Source: an optimization exercise on an open RTL-to-GDS flow (aim: small area, a short achievable clock period and few clock cycles per item). Production flows keep margins and buffers that such runs may drop.
Where RTL was checked, it was by simulation tests only, not by an equivalence proof against the original.
For runs 1 and 2, only the layout was checked, not whether the RTL still works.
Power is estimated from default activity; no workload was simulated.

$ cat design/flow/run.sh
#!/bin/bash
# synth_recipe.tcl (not shown) runs the flow's synth.tcl, then flattens the netlist and writes it again
# the make line also repeats each setting of config.mk as NAME=value (left out here)
make -C /OpenROAD-flow-scripts/flow DESIGN_CONFIG=/design/flow/config.mk WORK_HOME=/design/flow/orfs CLKGATE_MAP_FILE= SYNTH_SCRIPT=/design/flow/synth_recipe.tcl finish
$ cat design/flow/config.mk
export PLATFORM = sky130hd
export DESIGN_NAME = sfl_rs_dec
export DESIGN_NICKNAME = sfl_rs_dec
export VERILOG_FILES = /design/flow/design.v
export SDC_FILE = /design/flow/constraint.sdc
export NUM_CORES = 4
export LEC_CHECK = 0
export CAP_MARGIN = 10
export CORE_MARGIN = 2
export CORE_UTILIZATION = 30
export PLACE_DENSITY = 0.5
export SETUP_SLACK_MARGIN = 5
export SLEW_MARGIN = 10
export SYNTH_MEMORY_MAX_BITS = 16384
$ cat design/flow/constraint.sdc
create_clock -name core_clock -period 10.0 [get_ports {clk}]
set_input_delay 2.0000 -clock core_clock [delete_from_list [all_inputs] [get_ports {clk}]]
set_output_delay 2.0000 -clock core_clock [all_outputs]
set_load 0.01 [all_outputs]
$ cat design/flow/design.v
module sfl_gf_inv (
    input  wire       clk,
    input  wire [9:0] num,
    input  wire [9:0] den,
    output reg  [9:0] quo
);
    localparam [99:0] TO_C = 100'h257a12ae427b295f90c1ce001;
    localparam [99:0] FR_C = 100'h843cb0d8333b30d8e13a98c01;
    function [9:0] lin;
        input [9:0]  a;
        input [99:0] m;
        reg   [9:0]  p;
        integer i;
        begin
            p = 10'd0;
            for (i = 0; i < 10; i = i + 1)
                if (a[i])
                    p = p ^ m[i*10 +: 10];
            lin = p;
        end
    endfunction
    function [4:0] gf32_mul;
        input [4:0] a;
        input [4:0] b;
        reg   [4:0] p;
        reg   [4:0] x;
        integer i;
        begin
            p = 5'd0;
            x = a;
            for (i = 0; i < 5; i = i + 1) begin
                if (b[i])
                    p = p ^ x;
                x = {x[3:0], 1'b0} ^ (x[4] ? 5'h05 : 5'h00);
            end
            gf32_mul = p;
        end
    endfunction
    localparam [159:0] INV32 = 160'hdd263fd5512a35ee8b0b699e78649663ae9e4820;
    function [4:0] gf32_inv;
        input [4:0] a;
        reg   [4:0] y;
        integer k;
        begin
            y = 5'd0;
            for (k = 1; k < 32; k = k + 1)
                y = y | ({5{a == k}} & INV32[k*5 +: 5]);
            gf32_inv = y;
        end
    endfunction
    reg  [9:0] n1, d1;
    reg  [4:0] q1;
    wire [9:0] dc = lin(den, TO_C);
    always @(posedge clk) begin
        n1 <= lin(num, TO_C);
        d1 <= dc;
        q1 <= gf32_mul(dc[4:0], dc[4:0]) ^ gf32_mul(dc[4:0], dc[9:5]) ^ gf32_mul(dc[9:5], dc[9:5]);
    end
    reg  [9:0] n2, i2;
    wire [4:0] qi = gf32_inv(q1);
    always @(posedge clk) begin
        n2 <= n1;
        i2 <= {gf32_mul(d1[9:5], qi), gf32_mul(d1[4:0] ^ d1[9:5], qi)};
    end
    wire [4:0] hh = gf32_mul(n2[9:5], i2[9:5]);
    wire [4:0] ll = gf32_mul(n2[4:0], i2[4:0]);
    wire [4:0] mm = gf32_mul(n2[9:5] ^ n2[4:0], i2[9:5] ^ i2[4:0]);
    always @(posedge clk)
        quo <= lin({mm ^ ll, hh ^ ll}, FR_C);
endmodule
module sfl_rs_dec (
    input  wire       clk,
    input  wire       rst,
    input  wire       in_valid,
    output reg        in_ready,
    input  wire [9:0] in_sym,
    input  wire       in_short,
    output reg        err_valid,
    output reg  [9:0] err_pos,
    output wire [9:0] err_val,
    output reg        done,
    output reg        fail,
    output reg  [4:0] nerr
);
    localparam NSYN = 30;
    function [9:0] gf_mul;
        input [9:0] a;
        input [9:0] b;
        reg   [9:0] p;
        reg   [9:0] x;
        integer i;
        begin
            p = 10'd0;
            x = a;
            for (i = 0; i < 10; i = i + 1) begin
                if (b[i])
                    p = p ^ x;
                x = {x[8:0], 1'b0} ^ (x[9] ? 10'h009 : 10'h000);
            end
            gf_mul = p;
        end
    endfunction
    function [9:0] gf_pow;
        input integer e;
        reg   [9:0] p;
        integer i;
        begin
            p = 10'd1;
            for (i = 0; i < e; i = i + 1)
                p = {p[8:0], 1'b0} ^ (p[9] ? 10'h009 : 10'h000);
            gf_pow = p;
        end
    endfunction
    function [9:0] gf_sq;
        input [9:0] a;
        reg   [9:0] p;
        integer i;
        begin
            p = 10'd0;
            for (i = 0; i < 10; i = i + 1)
                if (a[i])
                    p = p ^ gf_pow(2 * i);
            gf_sq = p;
        end
    endfunction
    integer j;
    genvar g;
    reg  [9:0] S [0:NSYN-1];
    reg  [9:0] rcnt;             
    reg        rfirst;           
    reg        r_short;          
    reg        sfull;            
    reg        s_short;          
    reg  [9:0] sym_r;            
    reg        v_r, f_r, l_r, sh_r;
    wire       accept   = in_valid & in_ready;
    wire       cur_sh   = rfirst ? in_short : r_short;
    wire       r_last   = (rcnt == (cur_sh ? 10'd230 : 10'd543));
    wire       last_acc = accept & r_last;
    reg        sI, sD, sF, sU, sO, sW;
    wire       kes_idle = sI;
    reg        xfer;             
    wire [9:0] syn_next [0:NSYN-1];
    generate
        for (g = 0; g < NSYN; g = g + 1) begin : g_syn
            localparam [9:0] AJ = gf_pow(g);
            assign syn_next[g] = (f_r ? 10'd0 : gf_mul(S[g], AJ)) ^ sym_r;
        end
    endgenerate
    always @(posedge clk) begin
        sym_r <= in_sym;
        f_r   <= rfirst;
        l_r   <= r_last;
        sh_r  <= cur_sh;
        if (v_r)
            for (j = 0; j < NSYN; j = j + 1)
                S[j] <= syn_next[j];
        if (v_r & l_r)
            s_short <= sh_r;
    end
    reg [299:0] s_flat;
    always @(*) for (j = 0; j < NSYN; j = j + 1) s_flat[j*10 +: 10] = S[j];
    wire szero = ~|s_flat;
    reg  [9:0] sc  [0:NSYN-1];   
    reg  [9:0] lam [0:15];       
    reg  [9:0] bs  [0:15];       
    reg  [9:0] opa_r [0:3];      
    reg  [9:0] posr [0:3];       
    reg  [9:0] acc;              
    reg  [9:0] betr;             
    reg  [9:0] f;                
    reg  [9:0] carry;
    reg  [9:0] sa_r, sb_r;       
    reg  [3:0] ch_k;             
    reg  [4:0] L;
    reg  [4:0] kr;               
    reg  [1:0] kc;               
    reg        chg;
    reg        k_short;
    reg        sc_rot, sc_clr;   
    reg  [1:0] ph;               
    wire [4:0] kw = kr - 5'd1;   
    wire [9:0] mul_out [0:3];
    wire [9:0] lam_new [0:3];
    wire [9:0] xsel    [0:3];
    wire [9:0] bs_new  [0:3];
    generate
        for (g = 0; g < 4; g = g + 1) begin : g_lane
            assign mul_out[g] = gf_mul(opa_r[g], posr[g]);
            assign lam_new[g] = sU ? (lam[g] ^ mul_out[g]) : lam[g];
            assign xsel[g]    = chg ? lam[g] : bs[g];
            wire [9:0] xprev  = (g != 0) ? xsel[(g == 0) ? 0 : g - 1] :
                                (ph == 2'd0) ? 10'd0 :
                                (kc == 2'd0) ? (chg ? lam[15] : bs[15]) : carry;
            wire [9:0] om_wr  = (sO && (kr != 5'd0) && (ph == kw[3:2]) && (kw[1:0] == g)) ? f : bs[g];
            assign bs_new[g]  = sU ? xprev : om_wr;
        end
    endgenerate
    wire [9:0] dsum = mul_out[0] ^ mul_out[1] ^ mul_out[2] ^ mul_out[3] ^ ((kc == 2'd0) ? 10'd0 : acc);
    wire       pre_bs  = sF | (sU && kc != 2'd3);
    wire       pre_f   = sU && kc != 2'd3;
    wire       pre_rot = sO && kc == 2'd3;
    wire [1:0] pre_g   = ph + 2'd1;
    wire       in_chain = (ch_k != 4'd0);
    wire [9:0] smul     = gf_mul(sa_r, sb_r);
    wire       chg_n    = (acc != 10'd0) && ({L, 1'b0} <= {1'b0, kr});
    wire       chien_busy;
    reg        ld;               
    wire       c_drain;          
    wire       ld_start = sW & ~chien_busy & ~c_drain & ~ld & (ph == 2'd3);
    always @(posedge clk) begin
        if (rst) begin
            {sI, sD, sF, sU, sO, sW} <= 6'b100000;
            ch_k   <= 4'd0;
            ld     <= 1'b0;
            sc_rot <= 1'b0;
            sc_clr <= 1'b0;
        end else begin
            ld     <= ld_start;
            sc_rot <= (sD | sO) && kc == 2'd2;
            sc_clr <= sD && kc == 2'd2 && kr == 5'd29;
            if (!sF && in_chain) begin
                sa_r <= gf_sq(smul);
                ch_k <= ch_k - 4'd1;
                if (ch_k == 4'd1)
                    betr <= smul;
            end
            if (sI && xfer) begin
                L       <= 5'd0;
                kr      <= 5'd0;
                kc      <= 2'd0;
                betr    <= 10'd1;
                k_short <= s_short;
                sI      <= 1'b0;
                if (szero) sW <= 1'b1;
                else       sD <= 1'b1;
            end
            if (sD) begin
                acc <= dsum;
                kc  <= kc + 2'd1;
                if (kc == 2'd3) begin
                    sa_r <= dsum;
                    sb_r <= gf_sq((ch_k == 4'd1) ? smul : betr);
                    sD   <= 1'b0;
                    sF   <= 1'b1;
                end
            end
            if (sF) begin
                f     <= smul;
                carry <= 10'd0;
                chg   <= chg_n;
                if (chg_n) begin
                    L    <= kr + 5'd1 - L;
                    sa_r <= gf_sq(acc);
                    sb_r <= acc;
                    ch_k <= 4'd8;
                end
                sF <= 1'b0;
                sU <= 1'b1;
            end
            if (sU) begin
                carry <= xsel[3];
                kc    <= kc + 2'd1;
                if (kc == 2'd3) begin
                    sU <= 1'b0;
                    if (kr == 5'd29) begin
                        kr <= 5'd0;
                        sO <= 1'b1;
                    end else begin
                        kr <= kr + 5'd1;
                        sD <= 1'b1;
                    end
                end
            end
            if (sO) begin
                acc <= dsum;
                kc  <= kc + 2'd1;
                if (kc == 2'd3) begin
                    f  <= dsum;
                    kr <= kr + 5'd1;
                    if (kr == 5'd15) begin
                        sO <= 1'b0;
                        sW <= 1'b1;
                    end
                end
            end
            if (ld) begin
                sW <= 1'b0;
                sI <= 1'b1;
            end
        end
    end
    always @(posedge clk) begin
        if (sI && xfer) begin
            ph <= 2'd0;
            for (j = 0; j < 4; j = j + 1) begin
                posr[j]  <= S[(NSYN - j) % NSYN];
                opa_r[j] <= (j == 0) ? 10'd1 : 10'd0;
            end
            for (j = 0; j < 16; j = j + 1) begin
                lam[j] <= (j == 0) ? 10'd1 : 10'd0;
                bs[j]  <= (j == 1) ? 10'd1 : 10'd0;
            end
            for (j = 0; j < NSYN; j = j + 1)
                sc[j] <= S[(NSYN - j) % NSYN];
        end else begin
            ph <= ph + 2'd1;
            for (j = 0; j < 4; j = j + 1) begin
                if (sF)
                    posr[j] <= smul;
                else if (pre_f)
                    posr[j] <= f;
                else if (pre_rot)
                    posr[j] <= sc[({pre_g, 2'b00} + j + NSYN - 1) % NSYN];
                else
                    posr[j] <= sc[{pre_g, 2'b00} + j];
                opa_r[j] <= pre_bs ? bs[4+j] : lam[4+j];
            end
            for (j = 0; j < 12; j = j + 1) begin
                lam[j] <= lam[j+4];
                bs[j]  <= bs[j+4];
            end
            for (j = 0; j < 4; j = j + 1) begin
                lam[12+j] <= lam_new[j];
                bs[12+j]  <= bs_new[j];
            end
            if (sc_rot) begin
                sc[0] <= sc[NSYN-1];
                for (j = 1; j < NSYN; j = j + 1)
                    sc[j] <= (sc_clr && j < 16) ? 10'd0 : sc[j-1];
            end
        end
    end
    wire sfull_n  = (v_r & l_r) | (sfull & ~xfer);       
    wire sI_n     = (sI & ~xfer) | ld;
    wire xfer_n   = sfull_n & sI_n;
    wire sfull_nn = last_acc | (sfull_n & ~xfer_n);      
    wire sI_nn    = (sI_n & ~xfer_n) | ld_start;
    wire rfirst_n = accept ? r_last : rfirst;
    always @(posedge clk) begin
        if (rst) begin
            rcnt     <= 10'd0;
            rfirst   <= 1'b1;
            sfull    <= 1'b0;
            xfer     <= 1'b0;
            v_r      <= 1'b0;
            in_ready <= 1'b1;
        end else begin
            v_r      <= accept;
            sfull    <= sfull_n;
            xfer     <= xfer_n;
            in_ready <= ~rfirst_n | ~(sfull_nn & ~sI_nn);
            if (accept) begin
                if (rfirst)
                    r_short <= in_short;
                if (r_last) begin
                    rcnt   <= 10'd0;
                    rfirst <= 1'b1;
                end else begin
                    rcnt   <= rcnt + 10'd1;
                    rfirst <= 1'b0;
                end
            end
        end
    end
    reg  [9:0] R [0:15];
    reg  [9:0] Q [1:15];
    reg        c_act;            
    reg  [9:0] c_pos;            
    reg  [4:0] c_rem;            
    reg  [4:0] c_L;
    reg        c_bad;            
    assign chien_busy = c_act;
    reg [9:0] lsum, osum, odd;
    always @(*) begin
        odd  = 10'd0;
        lsum = 10'd0;
        osum = 10'd0;
        for (j = 0; j < 16; j = j + 1) begin
            lsum = lsum ^ R[j];
            if (j % 2 == 0)
                odd = odd ^ R[j];
        end
        for (j = 1; j < 16; j = j + 1)
            osum = osum ^ Q[j];
    end
    always @(posedge clk)
        if (ld)
            R[0] <= lam[15];
    generate
        for (g = 1; g < 16; g = g + 1) begin : g_rq
            localparam [9:0] AK = gf_pow(g);
            always @(posedge clk) begin
                R[g] <= ld ? ((g == 15) ? 10'd1 : lam[15-g]) : gf_mul(R[g], AK);
                Q[g] <= ld ? bs[15-g] : gf_mul(Q[g], AK);
            end
        end
    endgenerate
    wire hit  = c_act & (lsum == 10'd0) & ~c_bad;
    wire c_ok = (c_rem == 5'd0) | (hit & (c_rem == 5'd1));
    wire term = c_act & (c_ok | (c_pos == 10'd0) | c_bad);
    reg  c_fail;
    reg        h2, d2, h3, d3, h4, d4;
    reg  [9:0] o2, q2;
    assign c_drain = d2 | d3 | d4;
    sfl_gf_inv u_div (.clk(clk), .num(o2), .den(q2), .quo(err_val));
    always @(posedge clk) begin
        if (rst) begin
            c_act     <= 1'b0;
            h2        <= 1'b0;
            d2        <= 1'b0;
            h3        <= 1'b0;
            d3        <= 1'b0;
            h4        <= 1'b0;
            d4        <= 1'b0;
            err_valid <= 1'b0;
            done      <= 1'b0;
        end else begin
            if (ld) begin
                c_act <= 1'b1;
                c_pos <= k_short ? 10'd230 : 10'd543;
                c_rem <= L;
                c_L   <= L;
                c_bad <= (L > 5'd15);
            end else begin
                c_pos <= c_pos - 10'd1;
                if (hit)
                    c_rem <= c_rem - 5'd1;
                if (term) begin
                    c_act  <= 1'b0;
                    c_fail <= ~c_ok;
                end
            end
            h2 <= hit;
            d2 <= term;
            h3 <= h2;
            d3 <= d2;
            h4 <= h3;
            d4 <= d3;
            err_valid <= h4;
            done      <= d4;
        end
        o2      <= osum;
        q2      <= odd;
        fail    <= c_fail;
        nerr    <= c_L;
        err_pos <= c_pos + 10'd3;
    end
endmodule
==> results.sh, run 1 <==
export IMPL_layout_common_cells="nand2_1 (1552), xnor2_1 (1282), dfxtp_1 (828)"
export IMPL_synth_fa_ha_area_share_pct=0.6494
export IMPL_cp_end_kind="flop"
export IMPL_fin_crit_ns=4.787
export IMPL_final_common_cell="nand2_1"
export IMPL_synthTopCellsByArea="edfxtp_1 (26%), dfxtp_1 (21%), xnor2_1 (14%), nand2_1 (7.1%), xor2_1 (6.7%)"
export IMPL_max_freq_ghz=0.2089
export IMPL_netlist_area_um2=81690
export IMPL_syn2layout_area_growth_pct=10.89
export IMPL_grt_usage_pct=20.25
export IMPL_synth_top_family_by_area="XOR/XNOR gates"
export IMPL_start_kind="flop"
export IMPL_wire_per_inst_um=24.38
export IMPL_critPathMaxStageDelay_ns=0.83
export IMPL_dr_pass1_iters=9
export IMPL_cts_buffers=181
export IMPL_post_cts_setup_buffers=0
export IMPL_powerDensity_nw_per_um2=395.5
export IMPL_tritoncts="yes"
export IMPL_initial_core_util_pct=30.17
export IMPL_drive_gt1_share_pct=6.568
export IMPL_stdcell_area_um2=90580
export IMPL_leakage_nw=32.72
export IMPL_grt_max_degree=197
export IMPL_cts_path_max_buffers=4
export IMPL_synthSimpleGateAreaFrac_pct=16.40
export IMPL_finClkSkew_ns=0.06495
export IMPL_grt_setup_unrepaired="no"
export IMPL_gp_congestion=0.9290
export IMPL_crit_chain="ha_2 -> buf_4 -> clkinv_1 -> ha_1 -> a221oi_1 -> o31ai_1 -> a2111oi_0 -> o21ai_0 -> a22o_1"
export IMPL_ctsResizeCount=0
export IMPL_port_buffers=42
export IMPL_crit_type="flop to flop"
export IMPL_critPathRequiredTime_ns=10.71
export IMPL_synth_compound_area_share_pct=8.343
export IMPL_placed_area_um2=84900
export IMPL_hold_violations=0
export IMPL_drc_errors=0
export IMPL_irDropWorstVdd_mv=0.7669
export IMPL_cp_depth=9
export IMPL_clockRootBuffer="clkbuf_16"
export IMPL_rr_startpoint="ph[1]"
export IMPL_die_y_um=525.8
export IMPL_ys_seq_area_share_pct=46.68
export IMPL_synth_edf_count=708
export IMPL_synthFlopType="dfxtp_1"
export IMPL_synth_xor_area_share_pct=21.71
export IMPL_status="finished clean"
export IMPL_synthArstFlopShare_pct=0
export IMPL_rows=191
export IMPL_cts_hold_repair_buffers=0
export IMPL_tightest_slew_ns=1.341
export IMPL_fill_cells=27690
export IMPL_synth_seq_cells=1551
export IMPL_ant_nets=0
export IMPL_clock_sinks=1551
export IMPL_core_um2=270800
export IMPL_synthCells=8504
export IMPL_dpl_hpwl_mm=206.4
export IMPL_drtIter0Drc=6694
export IMPL_antenna_found_initial=10
export IMPL_slew_headroom_pct=9.771
export IMPL_cp_top_family="compound AO/OA/AOI/OAI gates"
export IMPL_arrival_ns=5.50
export IMPL_yosys_area_top_type="edfxtp_1"
export IMPL_clk_pin_slew_ns=0.06
export IMPL_startpoint="ph[1]"
export IMPL_io_pins=43
export IMPL_vias_per_cell=5.064
export IMPL_fin_hold_ws_ns=0.3267
export IMPL_globalRouteOverflowTotal=0
export IMPL_maxCapViolations=0
export IMPL_yosysWarnings=10
export IMPL_syn_avg_cell_area_um2=9.606
export IMPL_r2r_end="posr[0][3]"
export IMPL_muxShareOfSynthArea_pct=2.878
export IMPL_clock_latency_ns=0.88
export IMPL_maxSlewViolCount=0
export IMPL_wirelength_mm=290.1
export IMPL_finalCritPeriodShare_pct=47.87
export IMPL_grt_pass1_wl_mm=416.6
export IMPL_htreeDepth=4
export IMPL_synth_nets=8559
export IMPL_grt_pass1_vias=57730
export IMPL_fin_tns_setup_ns=0
export IMPL_critical_path_peak_fanout=60
export IMPL_reg2regPathDepth=9
export IMPL_setup_violations=0
export IMPL_die_area_um2=276500
export IMPL_synth_top_area_share_pct=26.03
export IMPL_critPathCapture="posr[0][3]"
export IMPL_nNetsFinal=8253
export IMPL_fp_dieW_um=525.8
export IMPL_crit_buf_inv=2
export IMPL_vias=60270
export IMPL_rrSetupSlack_ns=5.21
export IMPL_hold_class="flop to flop"
export IMPL_synthDistinctLibCells=81
export IMPL_cp_slowest_cell="clkinv_1"
## worst min-delay path by stage
stage	from	endpoint	slack (ns)	depth (start not counted)
4_1_cts	u_div.n1[6]	u_div.n2[6]	0.33	0
6_report	u_div.n1[6]	u_div.n2[6]	0.33	0
3_5_place_dp	u_div.n1[3]	u_div.n2[3]	0.31	0
2_1_floorplan	u_div.n1[0]	u_div.n2[0]	0.31	0
5_1_grt	u_div.n1[6]	u_div.n2[6]	0.34	0
3_3_place_gp	u_div.n1[1]	u_div.n2[1]	0.31	0
## power by group
| part | switching, W | internal [W] |
|---|---|---|
| Combinational | 0.00973 | 0.00886 |
| Sequential | 0.00233 | 0.00839 |
| Clock | 0.00277 | 0.00375 |
| Total | 0.0148 | 0.0210 |
## worst reg2reg max path, delay by kind of cell, from the launching register on
kind / cells / cell delay, ns
buf+inv: 2 / 1.43
flops: 1 / 0.59
fa+ha+maj: 2 / 0.95
compound gates: 5 / 1.68
## sequential cells by signal, summed over array words and instances (netlist names), 40 cells and up
name,cells
posr,40
Q,150
R,160
S,300
opa_r,40
sc,300
bs,160
lam,160
## synth_stat cells, drive strengths merged (6+ instances only)
cell type,count
and3,14
mux2,135
or2,8
nor2,609
o22ai,45
nand3b,130
a31oi,19
a221oi,30
xnor2,1293
buf,126
nor4,83
mux2i,83
nand4,30
nand3,62
nand2,1554
o221a,8
xnor3,32
a22oi,119
nor3b,6
o211ai,21
and2,261
a21oi,153
a211oi,94
dfxtp,843
inv,75
nor3,30
edfxtp,708
ha,40
nor2b,72
a2111oi,9
a222oi,16
nand2b,114
clkbuf,487
a22o,55
o31ai,19
o21ai,362
xor2,635
or3,6
o221ai,25
o22a,12
a21o,19
## final cells by class
type                       count  area, um2  area share, %
tap                         3570       4467          4.931
clock inverter                51      462.9         0.5111
inverter                      79      296.5         0.3274
antenna                        3      7.507       0.008288
timing repair buffer         124       1069          1.180
clock buffer                 262       5219          5.761
multi-input combinational   6261      40900          45.15
sequential                  1551      38160          42.13
## metal layers
| metal | share of wire (%) | global-route usage, % | vias up |
|---|---|---|---|
| li1 | - | - | 27740 |
| met1 | 45 | 28.42 | 29970 |
| met2 | 45 | 32.21 | 2151 |
| met3 | 6.5 | 2.826 | 399 |
| met4 | 3.1 | 5.775 | 6 |
| met5 | 0.014 | 0 | - |
## stage by stage
stage | total power, W | util [%] | instances | setup slack, ns
2_1_floorplan | 0.02445 | - | 8504 | 5.004
3_3_place_gp | 0.02926 | 31.35 | 11590 | 5.000
3_5_place_dp | 0.02946 | 31.35 | 11590 | 5.204
4_1_cts | 0.03608 | 33.45 | 11900 | 5.489
5_1_grt | 0.03793 | 33.45 | 11900 | 5.254
6_report | 0.03583 | 33.46 | 11900 | 5.213
## cells by family (layout without fill, tap and decap cells)
logic type	count (synthesis)	count (layout)
muxes	218	218
other	0	3
DFF	1551	1551
xor gates and xnor gates	1960	1960
buffers and inverters	692	516
and+or+nand+nor	2993	2993
AOI/OAI and AO/OA	1048	1048
adders and majority gates	42	42
==> inputs of run 2 (changes only) <==
--- a/design/flow/config.mk
+++ b/design/flow/config.mk
@@ -9,4 +9,6 @@
 export CORE_MARGIN = 2
 export CORE_UTILIZATION = 30
+export CTS_CLUSTER_DIAMETER = 60
+export CTS_CLUSTER_SIZE = 30
 export PLACE_DENSITY = 0.5
 export SETUP_SLACK_MARGIN = 5
==> run 2 against run 1 <==
  * Fmax rose by 1.4%
  * Final area fell by 0.63%
  * Total power fell by 1.5%
  * Register-to-register slack improved by 0.07 ns
  * Die area did not move
  * First-iteration DRC count fell by 0.72%
  * Area after synthesis did not move
  * Utilization fell by 0.21 points
==> results.sh, run 2 <==
export IMPL_status="finished clean"
export IMPL_reg2regPathDepth=9
export IMPL_stdcell_area_um2=90010
export IMPL_post_cts_setup_buffers=0
export IMPL_drive_gt1_share_pct=6.468
export IMPL_dr_pass1_iters=8
export IMPL_finClkSkew_ns=0.06689
export IMPL_synthFlopType="dfxtp_1"
export IMPL_rrSetupSlack_ns=5.28
export IMPL_grt_max_degree=197
export IMPL_vias_per_cell=5.055
export IMPL_die_y_um=525.8
export IMPL_crit_chain="ha_2 -> buf_4 -> clkinv_1 -> ha_1 -> a221oi_1 -> o31ai_1 -> a2111oi_0 -> o21ai_0 -> a22o_1"
export IMPL_maxCapViolations=0
export IMPL_ant_nets=0
export IMPL_cts_path_max_buffers=4
export IMPL_grt_pass1_vias=57280
export IMPL_wirelength_mm=288.3
export IMPL_hold_violations=0
export IMPL_route_met2_wl_mm=130.6
export IMPL_clock_sinks=1551
export IMPL_grt_setup_unrepaired="no"
export IMPL_hold_depth=0
export IMPL_cp_end_kind="flop"
export IMPL_core_um2=270800
export IMPL_powerDensity_nw_per_um2=392.2
export IMPL_ctsResizeCount=0
export IMPL_clockRootBuffer="clkbuf_16"
export IMPL_yosysWarnings=10
export IMPL_hold_class="flop to flop"
export IMPL_syn_avg_cell_area_um2=9.606
export IMPL_synth_top_area_share_pct=26.03
export IMPL_synth_most_common_cell="nand2_1"
export IMPL_drc_errors=0
export IMPL_htreeDepth=4
export IMPL_rows=191
export IMPL_drtIter0Drc=6646
export IMPL_globalRouteOverflowTotal=0
export IMPL_cp_top_family="compound AO/OA/AOI/OAI gates"
export IMPL_critPathRequiredTime_ns=10.74
export IMPL_holdCritStartpoint="u_div.n1[3]"
export IMPL_critPathMaxStageDelay_ns=0.83
export IMPL_leakage_nw=32.42
export IMPL_synth_nets=8559
export IMPL_antenna_found_initial=9
export IMPL_maxSlewViolCount=0
export IMPL_placed_area_um2=84900
export IMPL_critical_path_peak_fanout=60
export IMPL_grt_pass1_wl_mm=414.4
export IMPL_cts_buffers=145
export IMPL_ys_seq_area_share_pct=46.68
export IMPL_start_kind="flop"
export IMPL_fp_dieW_um=525.8
export IMPL_grt_usage_pct=20.16
export IMPL_synthTopCellsByCount="nand2_1 (1554), xnor2_1 (1282), dfxtp_1 (843), edfxtp_1 (708), xor2_1 (629)"
export IMPL_setup_violations=0
export IMPL_reg_top3="S (300), sc (300)"
export IMPL_netlist_area_um2=81690
export IMPL_dpl_hpwl_mm=206.4
export IMPL_max_freq_ghz=0.2119
export IMPL_initial_core_util_pct=30.17
export IMPL_fin_crit_ns=4.719
export IMPL_r2r_end="posr[0][3]"
export IMPL_nNetsFinal=8217
export IMPL_vias=59870
export IMPL_holdPathEnd="u_div.n2[3]"
export IMPL_yosys_area_top_type="edfxtp_1"
export IMPL_synthTopCellsByArea="edfxtp_1 (26%), dfxtp_1 (21%), xnor2_1 (14%), nand2_1 (7.1%), xor2_1 (6.7%)"
export IMPL_wire_per_inst_um=24.34
export IMPL_cp_slowest_cell="clkinv_1"
export IMPL_fin_tns_setup_ns=0
export IMPL_fin_hold_ws_ns=0.3279
export IMPL_syn2layout_area_growth_pct=10.19
export IMPL_rr_startpoint="ph[1]"
export IMPL_synthDistinctLibCells=81
export IMPL_crit_buf_inv=2
export IMPL_tightest_slew_ns=1.247
export IMPL_cp_depth=9
export IMPL_met3RoutedLength_mm=18.81
export IMPL_gp_congestion=0.9290
export IMPL_synth_edf_count=708
export IMPL_drt_met1_wl_mm=130.0
export IMPL_slew_headroom_pct=16.10
export IMPL_synthArstFlopShare_pct=0
export IMPL_die_area_um2=276500
export IMPL_finalCritPeriodShare_pct=47.19
export IMPL_arrival_ns=5.46
export IMPL_synthCells=8504
export IMPL_synth_seq_cells=1551
export IMPL_layout_common_cells="nand2_1 (1552), xnor2_1 (1282), dfxtp_1 (828)"
export IMPL_final_common_cell="nand2_1"
export IMPL_crit_type="flop to flop"
export IMPL_clk_pin_slew_ns=0.08
export IMPL_cts_hold_repair_buffers=0
export IMPL_tritoncts="yes"
export IMPL_irDropWorstVdd_mv=0.7672
export IMPL_clock_latency_ns=0.87
export IMPL_port_buffers=42
export IMPL_io_pins=43
export IMPL_routed_top_layer="met5"
-- run 2: how the worst max path moves through the flow --
| stage | start | endpoint |
|---|---|---|
| finish | ph[1] | posr[0][3] |
| global route | ph[0] | posr[0][3] |
| CTS | ph[1] | posr[0][3] |
| detailed placement | in_short | rcnt[7] |
| global placement | in_short | rcnt[2] |
| floorplan | xfer | sc[0][0] |
-- run 2: logic make-up (layout without fill, tap and decap cells) --
| group | after synthesis | in the layout | share of synthesized area (%) |
|---|---|---|---|
| xor+xnor | 1960 | 1960 | 21.71 |
| mux | 218 | 218 | 2.878 |
| compound gates | 1048 | 1048 | 8.343 |
| simple gates | 2993 | 2993 | 16.40 |
| fa+ha+maj | 42 | 42 | 0.6494 |
| other cells | 0 | 3 | 0 |
| buf+inv | 692 | 459 | 3.330 |
| flops | 1551 | 1551 | 46.68 |
-- run 2: stage by stage --
stage,worst slack [ns],power [W],utilization [%],cells
final,5.281,0.03531,33.24,11840
after global routing,5.271,0.03744,33.24,11840
after CTS,5.523,0.03559,33.24,11840
after detailed placement,5.204,0.02946,31.35,11590
after global placement,5.000,0.02926,31.35,11590
after floorplan,5.004,0.02445,-,8504
-- run 2: report_power, final --
| part | total, W | internal (W) | leakage, nW | switching [W] |
|---|---|---|---|---|
| Clock | 0.00606 | 0.00310 | 2.47 | 0.00295 |
| Sequential | 0.0107 | 0.00838 | 13.5 | 0.00232 |
| Combinational | 0.0186 | 0.00886 | 16.4 | 0.00970 |
| Total | 0.0353 | 0.0203 | 32.4 | 0.0150 |
-- run 2: layout make-up --
type / instances / area, um2
timing repair buffer: 124 / 1069
inverter: 79 / 296.5
sequential: 1551 / 38160
tap: 3570 / 4467
clock buffer: 158 / 3792
antenna: 3 / 7.507
fill: 27690 / 180800
multi-input combinational: 6261 / 40900
clock inverter: 98 / 1318
-- run 2: per-layer routing --
| metal | vias up | global-route usage, % |
|---|---|---|
| met5 | - | 0 |
| met3 | 385 | 2.724 |
| met4 | 4 | 5.566 |
| met2 | 2144 | 32.11 |
| met1 | 29700 | 28.39 |
| li1 | 27640 | - |
-- run 2: worst reg2reg max path, delay by kind of cell, from the launching register on --
family / cells / cell delay (ns)
buffers and inverters: 2 / 1.42
flip-flops: 1 / 0.60
AO/OA/AOI/OAI: 5 / 1.64
adder cells (fa/ha/maj): 2 / 0.94
==> inputs of run 3 (changes only) <==
--- a/design/flow/design.v
+++ b/design/flow/design.v
@@ -133,8 +133,7 @@
     reg        s_short;          
     reg  [9:0] sym_r;            
-    reg        v_r, f_r, l_r, sh_r;
+    reg        v_r, f_r, l_r;
     wire       accept   = in_valid & in_ready;
-    wire       cur_sh   = rfirst ? in_short : r_short;
-    wire       r_last   = (rcnt == (cur_sh ? 10'd230 : 10'd543));
+    wire       r_last   = ~rfirst & (rcnt == (r_short ? 10'd230 : 10'd543));
     wire       last_acc = accept & r_last;
     reg        sI, sD, sF, sU, sO, sW;
@@ -152,10 +151,9 @@
         f_r   <= rfirst;
         l_r   <= r_last;
-        sh_r  <= cur_sh;
         if (v_r)
             for (j = 0; j < NSYN; j = j + 1)
                 S[j] <= syn_next[j];
         if (v_r & l_r)
-            s_short <= sh_r;
+            s_short <= r_short;
     end
     reg [299:0] s_flat;
@@ -180,4 +178,5 @@
     reg        sc_rot, sc_clr;   
     reg  [1:0] ph;               
+    reg  [1:0] phn;              
     wire [4:0] kw = kr - 5'd1;   
     wire [9:0] mul_out [0:3];
@@ -201,5 +200,16 @@
     wire       pre_f   = sU && kc != 2'd3;
     wire       pre_rot = sO && kc == 2'd3;
-    wire [1:0] pre_g   = ph + 2'd1;
+    reg  [9:0] sc0 [0:3];
+    reg  [9:0] sc1 [0:3];
+    always @(*) begin
+        for (j = 0; j < 4; j = j + 1) begin
+            case (phn)
+                2'd0: begin sc0[j] = sc[j];      sc1[j] = sc[(j + NSYN - 1) % NSYN]; end
+                2'd1: begin sc0[j] = sc[4 + j];  sc1[j] = sc[3 + j];  end
+                2'd2: begin sc0[j] = sc[8 + j];  sc1[j] = sc[7 + j];  end
+                default: begin sc0[j] = sc[12 + j]; sc1[j] = sc[11 + j]; end
+            endcase
+        end
+    end
     wire       in_chain = (ch_k != 4'd0);
     wire [9:0] smul     = gf_mul(sa_r, sb_r);
@@ -293,5 +303,6 @@
     always @(posedge clk) begin
         if (sI && xfer) begin
-            ph <= 2'd0;
+            ph  <= 2'd0;
+            phn <= 2'd1;
             for (j = 0; j < 4; j = j + 1) begin
                 posr[j]  <= S[(NSYN - j) % NSYN];
@@ -305,5 +316,6 @@
                 sc[j] <= S[(NSYN - j) % NSYN];
         end else begin
-            ph <= ph + 2'd1;
+            ph  <= ph + 2'd1;
+            phn <= phn + 2'd1;
             for (j = 0; j < 4; j = j + 1) begin
                 if (sF)
@@ -312,7 +324,7 @@
                     posr[j] <= f;
                 else if (pre_rot)
-                    posr[j] <= sc[({pre_g, 2'b00} + j + NSYN - 1) % NSYN];
+                    posr[j] <= sc1[j];
                 else
-                    posr[j] <= sc[{pre_g, 2'b00} + j];
+                    posr[j] <= sc0[j];
                 opa_r[j] <= pre_bs ? bs[4+j] : lam[4+j];
             end
--- a/design/flow/config.mk
+++ b/design/flow/config.mk
@@ -9,6 +9,4 @@
 export CORE_MARGIN = 2
 export CORE_UTILIZATION = 30
-export CTS_CLUSTER_DIAMETER = 60
-export CTS_CLUSTER_SIZE = 30
 export PLACE_DENSITY = 0.5
 export SETUP_SLACK_MARGIN = 5
==> run 3 against run 2 <==
  * Combinational power down 4%
  * Synthesized cell count down 1.8%
  * Die area down 1.5%
  * Routed wire length down 8.4%
  * Register-to-register slack better by 0.74 ns
  * Critical path type unchanged
  * Critical endpoint is now sa_r[9]
==> results.sh, run 3 <==
export IMPL_dpl_hpwl_mm=184.4
export IMPL_synthArstFlopShare_pct=0
export IMPL_clockRootBuffer="clkbuf_16"
export IMPL_register_area_um2=38180
export IMPL_grt_usage_pct=18.84
export IMPL_holdCritStartpoint="u_div.n1[6]"
export IMPL_syn2layout_area_growth_pct=10.85
export IMPL_maxCapViolations=0
export IMPL_fin_cells=11720
export IMPL_post_cts_setup_buffers=0
export IMPL_startpoint="opa_r[1][9]"
export IMPL_multiInputGateArea_um2=39680
export IMPL_wire_per_inst_um=22.53
export IMPL_vias_per_cell=4.895
export IMPL_drc_errors=0
export IMPL_synth_nets=8400
export IMPL_powerDensity_nw_per_um2=390.7
export IMPL_fin_tns_setup_ns=0
export IMPL_synthCells=8348
export IMPL_initial_core_util_pct=30.08
export IMPL_grt_setup_unrepaired="no"
export IMPL_drtIter0Drc=6060
export IMPL_clock_sinks=1552
export IMPL_status="finished clean"
export IMPL_fp_dieW_um=521.9
export IMPL_syn_avg_cell_area_um2=9.638
export IMPL_yosysWarnings=12
export IMPL_cp_end_kind="flop"
export IMPL_globalRouteOverflowTotal=0
export IMPL_start_kind="flop"
export IMPL_reg_top3="S (300), sc (300)"
export IMPL_clk_pin_slew_ns=0.06
export IMPL_core_um2=267400
export IMPL_grt_pass1_vias=55350
export IMPL_drive_gt1_share_pct=6.392
export IMPL_hold_class="flop to flop"
export IMPL_synth_top_area_share_pct=26.42
export IMPL_ctsResizeCount=0
export IMPL_synthDistinctLibCells=80
export IMPL_critPathRequiredTime_ns=10.67
export IMPL_synth_most_common_cell="nand2_1"
export IMPL_leakage_nw=32.52
export IMPL_finalCritPeriodShare_pct=39.80
export IMPL_cts_buffers=178
export IMPL_rows=190
export IMPL_io_pins=43
export IMPL_die_area_um2=272400
export IMPL_fin_crit_ns=3.980
export IMPL_clock_latency_ns=0.86
export IMPL_synthFlopType="dfxtp_1"
export IMPL_synthTopCellsByCount="nand2_1 (1577), xnor2_1 (1270), dfxtp_1 (844), edfxtp_1 (708), nor2_1 (649)"
export IMPL_ant_nets=0
export IMPL_htreeDepth=4
export IMPL_rr_startpoint="opa_r[1][9]"
export IMPL_layout_common_cells="nand2_1 (1576), xnor2_1 (1270), dfxtp_1 (830)"
export IMPL_hold_violations=0
export IMPL_port_buffers=42
export IMPL_vias=57390
export IMPL_nNetsFinal=8087
export IMPL_dr_pass1_iters=9
export IMPL_cts_path_max_buffers=4
export IMPL_met2_usage_pct=30.09
export IMPL_netlist_area_um2=80460
export IMPL_tightest_slew_ns=1.264
export IMPL_met1_usage_pct=26.06
export IMPL_arrival_ns=4.65
export IMPL_grt_max_degree=193
export IMPL_grt_most_used_layer="met2"
export IMPL_wirelength_mm=264.1
export IMPL_yosys_area_top_type="edfxtp_1"
export IMPL_synthTopCellsByArea="edfxtp_1 (26%), dfxtp_1 (21%), xnor2_1 (14%), nand2_1 (7.4%), xor2_1 (7.0%)"
export IMPL_crit_type="flop to flop"
export IMPL_synth_seq_cells=1552
export IMPL_ys_seq_area_share_pct=47.42
export IMPL_slew_headroom_pct=14.94
export IMPL_cts_hold_repair_buffers=0
export IMPL_setup_violations=0
export IMPL_grt_pass1_wl_mm=385.0
export IMPL_final_common_cell="nand2_1"
export IMPL_die_y_um=521.9
export IMPL_tritoncts="yes"
export IMPL_max_freq_ghz=0.2513
export IMPL_synth_edf_count=708
export IMPL_gp_congestion=0.8903
export IMPL_antenna_found_initial=7
export IMPL_met3_usage_pct=2.648
export IMPL_maxSlewViolCount=0
export IMPL_critical_path_peak_fanout=18
export IMPL_finClkSkew_ns=0.05506
export IMPL_fill_cells=27290
export IMPL_dp_cells=11410
export IMPL_irDropWorstVdd_mv=0.7086
==> run 3: final timing paths <==
kind / end / slack (ns) / cells after the start
max: sa_r[9] / 6.02 / 9
min reg2reg: u_div.n2[6] / 0.33 / 0
max reg2reg: sa_r[9] / 6.02 / 9
min: u_div.n2[6] / 0.33 / 0
==> run 3: routing by layer <==
metal	share of wire [%]	vias to the layer above	routed length (um)
met5	0.0034	-	9
met1	45	28180	118100
met4	3.5	2	9323
li1	-	26950	-
met2	46	1889	120400
met3	6.2	366	16330
==> run 3: power breakdown <==
part           leakage, nW  switching (W)  total (W)  internal, W
Clock                 2.75        0.00273    0.00642      0.00369
Combinational         16.2        0.00927     0.0178      0.00852
Sequential            13.6        0.00226     0.0106      0.00838
Total                 32.5         0.0143     0.0348       0.0206
==> run 3: critical path, stage by stage (launching register included) <==
cell	delay, ns
dfxtp_1	0.72
xor2_1	0.65
nand2_1	0.14
xnor2_1	0.20
xnor2_1	0.15
xor2_1	0.57
xnor3_1	0.53
xnor2_1	0.50
a21oi_1	0.14
a21oi_1	0.18
==> run 3: cells by family after synthesis <==
kind of cell	after synthesis	synth area share [%]
AND/OR/NAND/NOR	2996	16.53
XOR/XNOR	1964	22.17
flip-flops	1552	47.42
AO/OA/AOI/OAI	900	7.108
buffers and inverters	685	3.306
multiplexers	212	2.843
adder cells (fa/ha/maj)	39	0.6127
==> run 3: metrics by stage <==
stage	util (%)	setup WS (ns)	power (W)	instance area, um2	hold slack, ns
floorplan	-	5.183	0.02387	80460	0.3096
global placement	31.25	5.796	0.02844	83590	0.3156
detailed placement	31.25	5.737	0.02866	83590	0.3128
CTS	33.34	6.037	0.03518	89170	0.3265
global route	33.34	5.839	0.03703	89180	0.3339
finish	33.35	6.020	0.03484	89190	0.3267
==> run 3: cell type report <==
cell class / instances / area share [%]
tap: 3552 / 4.983
sequential: 1552 / 42.81
antenna: 6 / 0.01683
inverter: 79 / 0.3325
clock buffer: 242 / 5.668
multi-input combinational: 6111 / 44.49
timing repair buffer: 113 / 1.105
clock inverter: 69 / 0.5976
Testbench counts of run 3, summed over its fixed seeds: cycles 104,799, codewords 192.
==> inputs of run 4 (changes only) <==
--- a/design/flow/config.mk
+++ b/design/flow/config.mk
@@ -6,7 +6,10 @@
 export NUM_CORES = 4
 export LEC_CHECK = 0
+export ABC_AREA = 1
 export CAP_MARGIN = 10
 export CORE_MARGIN = 2
 export CORE_UTILIZATION = 30
+export CTS_CLUSTER_DIAMETER = 60
+export CTS_CLUSTER_SIZE = 30
 export PLACE_DENSITY = 0.5
 export SETUP_SLACK_MARGIN = 5
==> run 4 against run 3 <==
  * Highest routed layer unchanged
  * Clock skew grew 0.014 ns
  * Area after synthesis up 4.9%
  * Sequential share of layout area fell by 1.7 points
  * Fmax decreased by 7.6%
  * Critical path depth shrank 4
  * Critical endpoint is now sc[1][7]
  * Clock-buffer cell count down 111
  * Largest cell class unchanged
  * Utilization shrank 0.18 points
==> results.sh, run 4 <==
export IMPL_status="finished clean"
export IMPL_maxSlewViolCount=0
export IMPL_dr_pass1_iters=6
export IMPL_cp_slowest_cell="buf_4"
export IMPL_cp_end_kind="flop"
export IMPL_core_um2=279600
export IMPL_clockRootBuffer="clkbuf_16"
export IMPL_critPathRequiredTime_ns=10.40
export IMPL_hold_violations=0
export IMPL_die_area_um2=285600
export IMPL_finClkSkew_ns=0.06857
export IMPL_nNetsFinal=10730
export IMPL_powerDensity_nw_per_um2=373.5
export IMPL_rows=194
export IMPL_placed_area_um2=88280
export IMPL_vias=70050
export IMPL_dpl_hpwl_mm=217.5
export IMPL_drtIter0Drc=7224
export IMPL_hold_class="flop to flop"
export IMPL_ys_seq_area_share_pct=45.20
export IMPL_synthFlopType="dfxtp_1"
export IMPL_htreeDepth=3
export IMPL_clock_latency_ns=0.82
export IMPL_fp_dieW_um=534.5
export IMPL_drive_gt1_share_pct=3.719
export IMPL_grt_max_degree=240
export IMPL_vias_per_cell=4.828
export IMPL_pre_cts_slack_ns=5.729
export IMPL_ant_nets=0
export IMPL_synth_edf_count=708
export IMPL_cts_hold_repair_buffers=0
export IMPL_max_freq_ghz=0.2321
export IMPL_crit_type="flop to flop"
export IMPL_clk_pin_slew_ns=0.08
export IMPL_critical_path_peak_fanout=141
export IMPL_synth_most_common_cell="nand2_1"
export IMPL_netlist_area_um2=84410
export IMPL_maxCapViolations=0
export IMPL_yosysWarnings=12
export IMPL_critPathCapture="sc[1][7]"
export IMPL_arrival_ns=4.70
export IMPL_cts_buffers=120
export IMPL_leakage_nw=40.26
export IMPL_tritoncts="yes"
export IMPL_synth_top_area_share_pct=25.19
export IMPL_yosys_area_top_type="edfxtp_1"
export IMPL_synthTopCellsByArea="edfxtp_1 (25%), dfxtp_1 (20%), nand2_1 (14%), xor2_1 (7.6%), xnor2_1 (6.5%)"
export IMPL_reg_top3="S (300), sc (300)"
export IMPL_fin_cells=14510
export IMPL_grt_usage_pct=19.85
export IMPL_grt_setup_unrepaired="no"
export IMPL_synthCells=10930
export IMPL_fill_cells=29580
export IMPL_power_w=0.03464
export IMPL_critPathMaxStageDelay_ns=0.82
export IMPL_rrSetupSlack_ns=5.69
export IMPL_setup_ws_ns=5.692
export IMPL_synth_seq_cells=1552
export IMPL_port_buffers=42
export IMPL_synthDistinctLibCells=52
export IMPL_tightest_slew_ns=1.323
export IMPL_slew_headroom_pct=11.78
export IMPL_grt_pass1_wl_mm=430.1
export IMPL_irDropWorstVdd_mv=0.3924
export IMPL_clock_sinks=1552
export IMPL_syn2layout_area_growth_pct=9.884
export IMPL_crit_chain="nand2_4 -> inv_8 -> or2_4 -> buf_4 -> buf_12"
export IMPL_drc_errors=0
export IMPL_post_cts_setup_buffers=0
export IMPL_cts_path_max_buffers=3
export IMPL_final_common_cell="nand2_1"
export IMPL_fin_tns_setup_ns=0
export IMPL_gp_congestion=0.9587
export IMPL_layout_common_cells="nand2_1 (3126), inv_1 (1286), o21ai_0 (966)"
export IMPL_rr_startpoint="xfer"
export IMPL_fin_crit_ns=4.308
export IMPL_wire_per_inst_um=20.23
export IMPL_setup_violations=0
export IMPL_synth_nets=10980
export IMPL_wirelength_mm=293.5
export IMPL_syn_avg_cell_area_um2=7.723
export IMPL_start_kind="flop"
export IMPL_dp_cells=14280
export IMPL_antenna_found_initial=7
export IMPL_grt_pass1_vias=65660
export IMPL_stdcell_area_um2=92760
export IMPL_reg2regPathDepth=5
export IMPL_die_y_um=534.5
export IMPL_globalRouteOverflowTotal=0
export IMPL_io_pins=43
export IMPL_synthTopCellsByCount="nand2_1 (3127), inv_1 (1292), o21ai_0 (966), dfxtp_1 (844), xor2_1 (734)"
export IMPL_finalCritPeriodShare_pct=43.08
export IMPL_ctsResizeCount=0
export IMPL_r2r_end="sc[1][7]"
export IMPL_synthArstFlopShare_pct=0
export IMPL_startpoint="xfer"
export IMPL_initial_core_util_pct=30.19
-- run 4: cell types whose count changed after synthesis, sizes merged, moves of 91 or more --
cell,previous run,this run
a211oi,100,2
a21oi,170,404
xor2,644,745
nand2,1577,3130
o21ai,345,970
nand2b,118,2
clkbuf,520,429
mux2,132,0
xnor2,1282,631
nand3,33,630
inv,76,1299
and2,261,4
-- run 4: worst min-delay path by stage --
| stage | end | cells past startpoint | startpoint | slack, ns |
|---|---|---|---|---|
| after floorplan | u_div.n2[0] | 0 | u_div.n1[0] | 0.31 |
| after global placement | u_div.n2[7] | 0 | u_div.n1[7] | 0.31 |
| after detailed placement | u_div.n2[2] | 0 | u_div.n1[2] | 0.31 |
| after CTS | u_div.n2[4] | 0 | u_div.n1[4] | 0.33 |
| after global routing | u_div.n2[4] | 0 | u_div.n1[4] | 0.34 |
| final | u_div.n2[4] | 0 | u_div.n1[4] | 0.33 |
-- run 4: stage by stage --
stage / hold slack, ns / utilization, %
after floorplan: 0.3096 / -
after global placement: 0.3129 / 31.56
after detailed placement: 0.3121 / 31.57
after CTS: 0.3332 / 33.17
after global routing: 0.3411 / 33.17
final: 0.3320 / 33.17
-- run 4: final cells by class --
class,instances,area [um2],area share (%)
antenna,2,5.005,0.005396
clock buffer,131,3115,3.359
clock inverter,97,1358,1.464
inverter,1306,4930,5.315
multi-input combinational,7594,39580,42.68
sequential,1552,38170,41.15
tap,3724,4659,5.023
timing repair buffer,103,935.9,1.009
-- run 4: logic make-up (layout without fill, tap and decap cells) --
kind of cell / count (synthesis) / in the layout / share of synthesized area (%)
simple gates: 4663 / 4663 / 22.40
buf+inv: 1784 / 1637 / 7.955
other cells: 0 / 2 / 0
flops: 1552 / 1552 / 45.20
fa+ha+maj: 38 / 38 / 0.5721
compound gates: 1517 / 1517 / 9.430
xor+xnor: 1376 / 1376 / 14.44
-- run 4: layer usage --
layer	track usage [%]	vias up	part of all wire [%]
met4	7.044	6	3.9
met1	26.69	33330	44
met2	33.10	2151	47
met3	1.860	437	5.4
met5	0	-	0.019
li1	-	34130	-
-- run 4: critical path, delay by kind of cell, from the launching register on --
kind | cells | cell delay [ns]
buffers and inverters | 3 | 2.08
AND/OR/NAND/NOR | 2 | 1.09
flip-flops | 1 | 0.38
-- run 4: where the power goes --
group	switching (W)	internal, W
registers	0.00204	0.00822
clock network	0.00289	0.00258
logic	0.0119	0.00703
==> inputs of run 5 (changes only) <==
--- a/design/flow/config.mk
+++ b/design/flow/config.mk
@@ -6,11 +6,10 @@
 export NUM_CORES = 4
 export LEC_CHECK = 0
-export ABC_AREA = 1
 export CAP_MARGIN = 10
 export CORE_MARGIN = 2
-export CORE_UTILIZATION = 30
+export CORE_UTILIZATION = 45
 export CTS_CLUSTER_DIAMETER = 60
 export CTS_CLUSTER_SIZE = 30
-export PLACE_DENSITY = 0.5
+export PLACE_DENSITY = 0.6
 export SETUP_SLACK_MARGIN = 5
 export SLEW_MARGIN = 10
==> run 5 against run 4 <==
  * Still clean
  * Worst setup slack improved by 0.23 ns
  * Sequential share of layout area grew 3.0 points
  * Clock-buffer cell count shrank 5
  * Via count decreased by 18%
  * First-iteration DRC count decreased by 4.9%
  * Largest power group unchanged
==> results.sh, run 5 <==
export IMPL_status="finished clean"
export IMPL_irDropWorstVdd_mv=1.077
export IMPL_critPathRequiredTime_ns=10.64
export IMPL_vias_per_cell=5.492
export IMPL_maxSlewViolCount=0
export IMPL_die_area_um2=182200
export IMPL_p_sw_share_pct=42.08
export IMPL_cts_hold_repair_buffers=0
export IMPL_routed_top_layer="met5"
export IMPL_wirelength_mm=245.4
export IMPL_clock_sinks=1552
export IMPL_grt_setup_unrepaired="no"
export IMPL_p_int_w=0.01939
export IMPL_pwr_share_comb_pct=52.3
export IMPL_route_met2_wl_mm=110.4
export IMPL_synth_seq_cells=1552
export IMPL_synthTopCellsByArea="edfxtp_1 (26%), dfxtp_1 (21%), xnor2_1 (14%), nand2_1 (7.4%), xor2_1 (7.0%)"
export IMPL_port_buffers=42
export IMPL_htreeDepth=3
export IMPL_drt_met1_wl_mm=106.0
export IMPL_setup_violations=0
export IMPL_post_cts_setup_buffers=0
export IMPL_synth_nets=8400
export IMPL_p_switching_w=0.01409
export IMPL_clockRootBuffer="clkbuf_16"
export IMPL_seqPwrFrac_pct=31.7
export IMPL_grt_pass1_vias=54080
export IMPL_vias=57280
export IMPL_synthCells=8348
export IMPL_syn2layout_area_growth_pct=7.416
export IMPL_drtIter0Drc=6869
export IMPL_fin_crit_ns=4.083
export IMPL_dr_pass1_iters=10
export IMPL_register_area_um2=38190
export IMPL_hold_violations=0
export IMPL_synth_most_common_cell="nand2_1"
export IMPL_grt_usage_pct=26.51
export IMPL_grt_max_degree=239
export IMPL_fin_cells=10430
export IMPL_wire_per_inst_um=23.53
export IMPL_fp_dieW_um=426.8
export IMPL_grt_pass1_wl_mm=363.6
export IMPL_layout_common_cells="nand2_1 (1576), xnor2_1 (1270), dfxtp_1 (830)"
export IMPL_synthArstFlopShare_pct=0
export IMPL_finalCritPeriodShare_pct=40.83
export IMPL_slew_headroom_pct=20.52
export IMPL_antenna_found_initial=7
export IMPL_dp_cells=10200
export IMPL_clock_latency_ns=0.82
export IMPL_fill_cells=16590
export IMPL_drive_gt1_share_pct=5.871
export IMPL_met3RoutedLength_mm=17.80
export IMPL_tightest_slew_ns=1.192
export IMPL_clkPwrFrac_pct=16.0
export IMPL_dpl_hpwl_mm=172.3
export IMPL_cts_buffers=120
export IMPL_synthDistinctLibCells=80
export IMPL_synthTopCellsByCount="nand2_1 (1577), xnor2_1 (1270), dfxtp_1 (844), edfxtp_1 (708), nor2_1 (649)"
export IMPL_initial_core_util_pct=45.19
export IMPL_ys_seq_area_share_pct=47.42
export IMPL_core_um2=178000
export IMPL_tritoncts="yes"
export IMPL_maxCapViolations=0
export IMPL_powerDensity_nw_per_um2=387.4
export IMPL_final_common_cell="nand2_1"
export IMPL_netlist_area_um2=80460
export IMPL_leakage_nw=31.84
export IMPL_rows=155
export IMPL_crit_type="flop to flop"
export IMPL_cts_path_max_buffers=3
export IMPL_hold_class="flop to flop"
export IMPL_finClkSkew_ns=0.07167
export IMPL_synth_edf_count=708
export IMPL_synthFlopType="dfxtp_1"
export IMPL_yosys_area_top_type="edfxtp_1"
export IMPL_fin_tns_setup_ns=0
export IMPL_io_pins=43
export IMPL_globalRouteOverflowTotal=0
export IMPL_max_freq_ghz=0.2449
export IMPL_multiInputGateArea_um2=39670
export IMPL_nNetsFinal=8023
export IMPL_reg_top3="S (300), sc (300)"
export IMPL_cp_end_kind="flop"
export IMPL_synth_top_area_share_pct=26.42
export IMPL_critical_path_peak_fanout=97
export IMPL_ctsResizeCount=0
export IMPL_start_kind="flop"
export IMPL_gp_congestion=0.9661
export IMPL_die_y_um=426.8
export IMPL_clk_pin_slew_ns=0.08
export IMPL_ant_nets=0
export IMPL_arrival_ns=4.72
export IMPL_drc_errors=0
export IMPL_yosysWarnings=12
export IMPL_syn_avg_cell_area_um2=9.638
run 5: per-layer routing:
metal | vias up | track usage [%]
met4 | 2 | 10.75
met2 | 2219 | 41.45
li1 | 26800 | -
met5 | - | 0
met3 | 409 | 3.811
met1 | 27850 | 36.83
run 5: metrics by stage:
stage	util [%]	total power, W	instance area, um2	hold WS (ns)	worst slack, ns
2_1_floorplan	-	0.02387	80460	0.3096	5.183
3_3_place_gp	46.09	0.02795	82050	0.3131	6.014
3_5_place_dp	46.09	0.02824	82050	0.3121	5.965
4_1_cts	48.54	0.03362	86420	0.3338	5.959
5_1_grt	48.54	0.03555	86420	0.3409	5.587
6_report	48.55	0.03348	86430	0.3332	5.917
run 5: worst paths after layout:
check                                 start           to  slack [ns]  cells after the start
worst max-delay path                   xfer    sc[27][5]        5.92                      6
worst min-delay path            u_div.n1[4]  u_div.n2[4]        0.33                      0
worst max register to register         xfer    sc[27][5]        5.92                      6
worst min register to register  u_div.n1[4]  u_div.n2[4]        0.33                      0
run 5: power groups by stage:
stage | registers, W | clock network, W | logic (W)
finish | 0.0106 | 0.00537 | 0.0175
global route | 0.0108 | 0.00567 | 0.0191
CTS | 0.0106 | 0.00543 | 0.0176
detailed placement | 0.0107 | 0 | 0.0175
global placement | 0.0107 | 0 | 0.0173
floorplan | 0.00936 | 0 | 0.0145
run 5: critical path, cell delays in order (launching register included):
cell and delay (ns):
dfxtp_1 0.34, nand2_4 0.57, buf_4 0.78, buf_4 0.85, buf_4 0.93, nand2_1 0.13, nand2_1 0.12
run 5: cell type report:
cell class                      count  share of cell area [%]
Antenna cell                        1                0.002895
Clock buffer                      126                   3.501
Clock inverter                     99                   1.564
Inverter                           79                  0.3431
Multi-Input combinational cell   6111                   45.91
Sequential cell                  1552                   44.19
Tap cell                         2355                   3.409
Timing Repair Buffer              107                   1.089
run 5: cell families after synthesis:
logic type,share of synthesized area [%]
multiplexers,2.843
adder cells (fa/ha/maj),0.6127
XOR/XNOR,22.17
AO/OA/AOI/OAI,7.108
buffers and inverters,3.306
flip-flops,47.42
AND/OR/NAND/NOR,16.53
==> inputs of run 6 (changes only) <==
--- a/design/flow/config.mk
+++ b/design/flow/config.mk
@@ -8,8 +8,8 @@
 export CAP_MARGIN = 10
 export CORE_MARGIN = 2
-export CORE_UTILIZATION = 45
+export CORE_UTILIZATION = 30
 export CTS_CLUSTER_DIAMETER = 60
 export CTS_CLUSTER_SIZE = 30
-export PLACE_DENSITY = 0.6
+export PLACE_DENSITY = 0.5
 export SETUP_SLACK_MARGIN = 5
 export SLEW_MARGIN = 10
==> run 6 against run 5 <==
  * Final cell count grew 12%
  * Sequential power is essentially flat
  * Synthesized cell count is the same
  * Die area grew 49%
  * Worst hold slack lost 0.0031 ns
  * Critical path type unchanged
  * Largest cell class unchanged
==> results.sh, run 6 <==
export IMPL_vias_per_cell=4.896
export IMPL_synthCells=8348
export IMPL_maxSlewViolCount=0
export IMPL_p_int_w=0.01981
export IMPL_cts_path_max_buffers=4
export IMPL_setup_violations=0
export IMPL_die_y_um=521.9
export IMPL_finalCritPeriodShare_pct=39.32
export IMPL_wirelength_mm=262.8
export IMPL_crit_type="flop to flop"
export IMPL_netlist_area_um2=80460
export IMPL_synthFlopType="dfxtp_1"
export IMPL_clock_latency_ns=0.84
export IMPL_irDropWorstVdd_mv=0.5834
export IMPL_critical_path_peak_fanout=18
export IMPL_powerDensity_nw_per_um2=386.7
export IMPL_cp_end_kind="flop"
export IMPL_fin_tns_setup_ns=0
export IMPL_status="finished clean"
export IMPL_synthArstFlopShare_pct=0
export IMPL_grt_pass1_vias=54770
export IMPL_grt_max_degree=193
export IMPL_ctsResizeCount=0
export IMPL_final_common_cell="nand2_1"
export IMPL_pre_cts_slack_ns=5.737
export IMPL_start_kind="flop"
export IMPL_maxCapViolations=0
export IMPL_pwr_share_comb_pct=52.1
export IMPL_globalRouteOverflowTotal=0
export IMPL_rows=190
export IMPL_initial_core_util_pct=30.08
export IMPL_fin_util_pct=33.02
export IMPL_p_switching_w=0.01434
export IMPL_ys_seq_area_share_pct=47.42
export IMPL_wire_per_inst_um=22.55
export IMPL_slew_headroom_pct=14.16
export IMPL_cp_slowest_cell="dfxtp_1"
export IMPL_hold_class="flop to flop"
export IMPL_synth_seq_cells=1552
export IMPL_post_cts_setup_buffers=0
export IMPL_arrival_ns=4.59
export IMPL_synth_nets=8400
export IMPL_critPathMaxStageDelay_ns=0.73
export IMPL_dpl_hpwl_mm=184.4
export IMPL_tightest_slew_ns=1.288
export IMPL_clockRootBuffer="clkbuf_16"
export IMPL_grt_pass1_wl_mm=382.6
export IMPL_ant_nets=0
export IMPL_setup_ws_ns=6.068
export IMPL_synthTopCellsByArea="edfxtp_1 (26%), dfxtp_1 (21%), xnor2_1 (14%), nand2_1 (7.4%), xor2_1 (7.0%)"
export IMPL_port_buffers=42
export IMPL_cpMostUsedCell="xnor2_1"
export IMPL_io_pins=43
export IMPL_dr_pass1_iters=13
export IMPL_synth_top_area_share_pct=26.42
export IMPL_tritoncts="yes"
export IMPL_antenna_found_initial=5
export IMPL_synth_most_common_cell="nand2_1"
export IMPL_p_sw_share_pct=41.98
export IMPL_dp_cells=11410
export IMPL_cts_buffers=138
export IMPL_fp_dieW_um=521.9
export IMPL_die_area_um2=272400
export IMPL_clk_pin_slew_ns=0.10
export IMPL_clkPwrFrac_pct=16.8
export IMPL_vias=57050
export IMPL_synthDistinctLibCells=80
export IMPL_crit_chain="xor2_1 -> nand2_1 -> xnor2_1 -> xnor2_1 -> xor2_1 -> xnor3_1 -> xnor2_1 -> a21oi_1 -> a21oi_1"
export IMPL_htreeDepth=4
export IMPL_core_um2=267400
export IMPL_finClkSkew_ns=0.06260
export IMPL_fin_cells=11650
export IMPL_clock_sinks=1552
export IMPL_fill_cells=27380
export IMPL_yosys_area_top_type="edfxtp_1"
export IMPL_cts_hold_repair_buffers=0
export IMPL_grt_usage_pct=18.72
export IMPL_drc_errors=0
export IMPL_yosysWarnings=12
export IMPL_fin_crit_ns=3.932
export IMPL_reg_top3="S (300), sc (300)"
export IMPL_grt_setup_unrepaired="no"
export IMPL_layout_common_cells="nand2_1 (1576), xnor2_1 (1270), dfxtp_1 (830)"
export IMPL_syn_avg_cell_area_um2=9.638
export IMPL_drive_gt1_share_pct=6.103
export IMPL_leakage_nw=32.05
export IMPL_syn2layout_area_growth_pct=9.769
export IMPL_critPathRequiredTime_ns=10.65
export IMPL_synthTopCellsByCount="nand2_1 (1577), xnor2_1 (1270), dfxtp_1 (844), edfxtp_1 (708), nor2_1 (649)"
export IMPL_power_w=0.03415
export IMPL_seqPwrFrac_pct=31.1
export IMPL_nNetsFinal=8047
export IMPL_synth_edf_count=708
export IMPL_drtIter0Drc=6041
export IMPL_gp_congestion=0.8903
export IMPL_max_freq_ghz=0.2543
export IMPL_hold_violations=0
[run 6: per-stage QoR]
stage               instance area [um2]  hold WS, ns
floorplan                         80460       0.3096
global placement                  83590       0.3156
detailed placement                83590       0.3128
CTS                               88300       0.3334
global route                      88310       0.3351
finish                            88320       0.3301
[run 6: kinds of logic (layout without fill, tap and decap cells)]
kind of cell,Yosys count,in the layout,share of synthesized area (%)
other,0,6,0
multiplexers,212,212,2.843
XOR/XNOR,1964,1964,22.17
buffers and inverters,685,432,3.306
adder cells (fa/ha/maj),39,39,0.6127
flip-flops,1552,1552,47.42
AO/OA/AOI/OAI,900,900,7.108
AND/OR/NAND/NOR,2996,2996,16.53
[run 6: routing by layer]
layer | up-vias | routed length, um | global-route usage, %
met5 | - | 13 | 0
met4 | 2 | 9259 | 6.111
met3 | 341 | 14620 | 2.469
met2 | 1831 | 120100 | 29.99
met1 | 28040 | 118700 | 25.95
li1 | 26840 | - | -
[run 6: final cells by class]
class	instances	area, um2	share of cell area (%)
Inverter	79	296.5	0.3358
Timing Repair Buffer	113	985.9	1.116
Tap cell	3552	4444	5.032
Clock inverter	87	1117	1.265
Clock buffer	153	3602	4.079
Multi-Input combinational cell	6111	39680	44.92
Sequential cell	1552	38180	43.23
Antenna cell	6	15.01	0.01700
[run 6: power groups by stage]
| stage | clock network [W] | logic, W | registers, W |
|---|---|---|---|
| after floorplan | 0 | 0.0145 | 0.00936 |
| after global placement | 0 | 0.0177 | 0.0107 |
| after detailed placement | 0 | 0.0179 | 0.0108 |
| after CTS | 0.00586 | 0.0180 | 0.0106 |
| after global routing | 0.00608 | 0.0194 | 0.0108 |
| final | 0.00574 | 0.0178 | 0.0106 |
[run 6: worst paths after layout]
kind,startpoint,end,slack [ns],cells past startpoint
min,u_div.n1[8],u_div.n2[8],0.33,0
min reg2reg,u_div.n1[8],u_div.n2[8],0.33,0
max reg2reg,opa_r[1][9],sa_r[9],6.07,9
max,opa_r[1][9],sa_r[9],6.07,9
[run 6: critical path: cells and delay by family (launching register included)]
kind / cells / cell delay [ns]
xor gates and xnor gates: 6 / 2.56
AOI/OAI and AO/OA: 2 / 0.32
and+or+nand+nor: 1 / 0.14
DFF: 1 / 0.73

## afterwards: timing with drivers on the ports
The results above use ideal ports. As a check the final layouts listed here were re-extracted and re-timed, cells and wires unchanged.
Step 1, drivers: a clkbuf_16 drives clk and a buf_2 each remaining input, both assumed.
Step 2 also shifts input and output timing later by t, the mid clock arrival at the registers, as if the neighbouring blocks saw the same clock.
Three values: ideal ports, drivers, drivers and shift; two values: the first two.
run	t (ns)	slack for setup (ns)	latest minus earliest clock arrival (ns)	cell pins on the clock port's net
run 1	0.926	5.213 / 5.213 / 5.213	0.072 / 0.072	1
run 2	0.924	5.281 / 5.281 / 5.216	0.082 / 0.082	1
run 3	0.922	6.020 / 6.020 / 5.764	0.060 / 0.060	1
run 4	0.881	5.692 / 5.692 / 5.692	0.083 / 0.083	1
run 5	0.874	5.917 / 5.917 / 5.917	0.078 / 0.078	1
run 6	0.906	6.068 / 6.068 / 5.807	0.078 / 0.078	1
After both steps setup and hold are still met in every run listed. The setup slack of run 6, which loses most, moves by 0.000 ns with the drivers and by -0.261 ns with both steps.
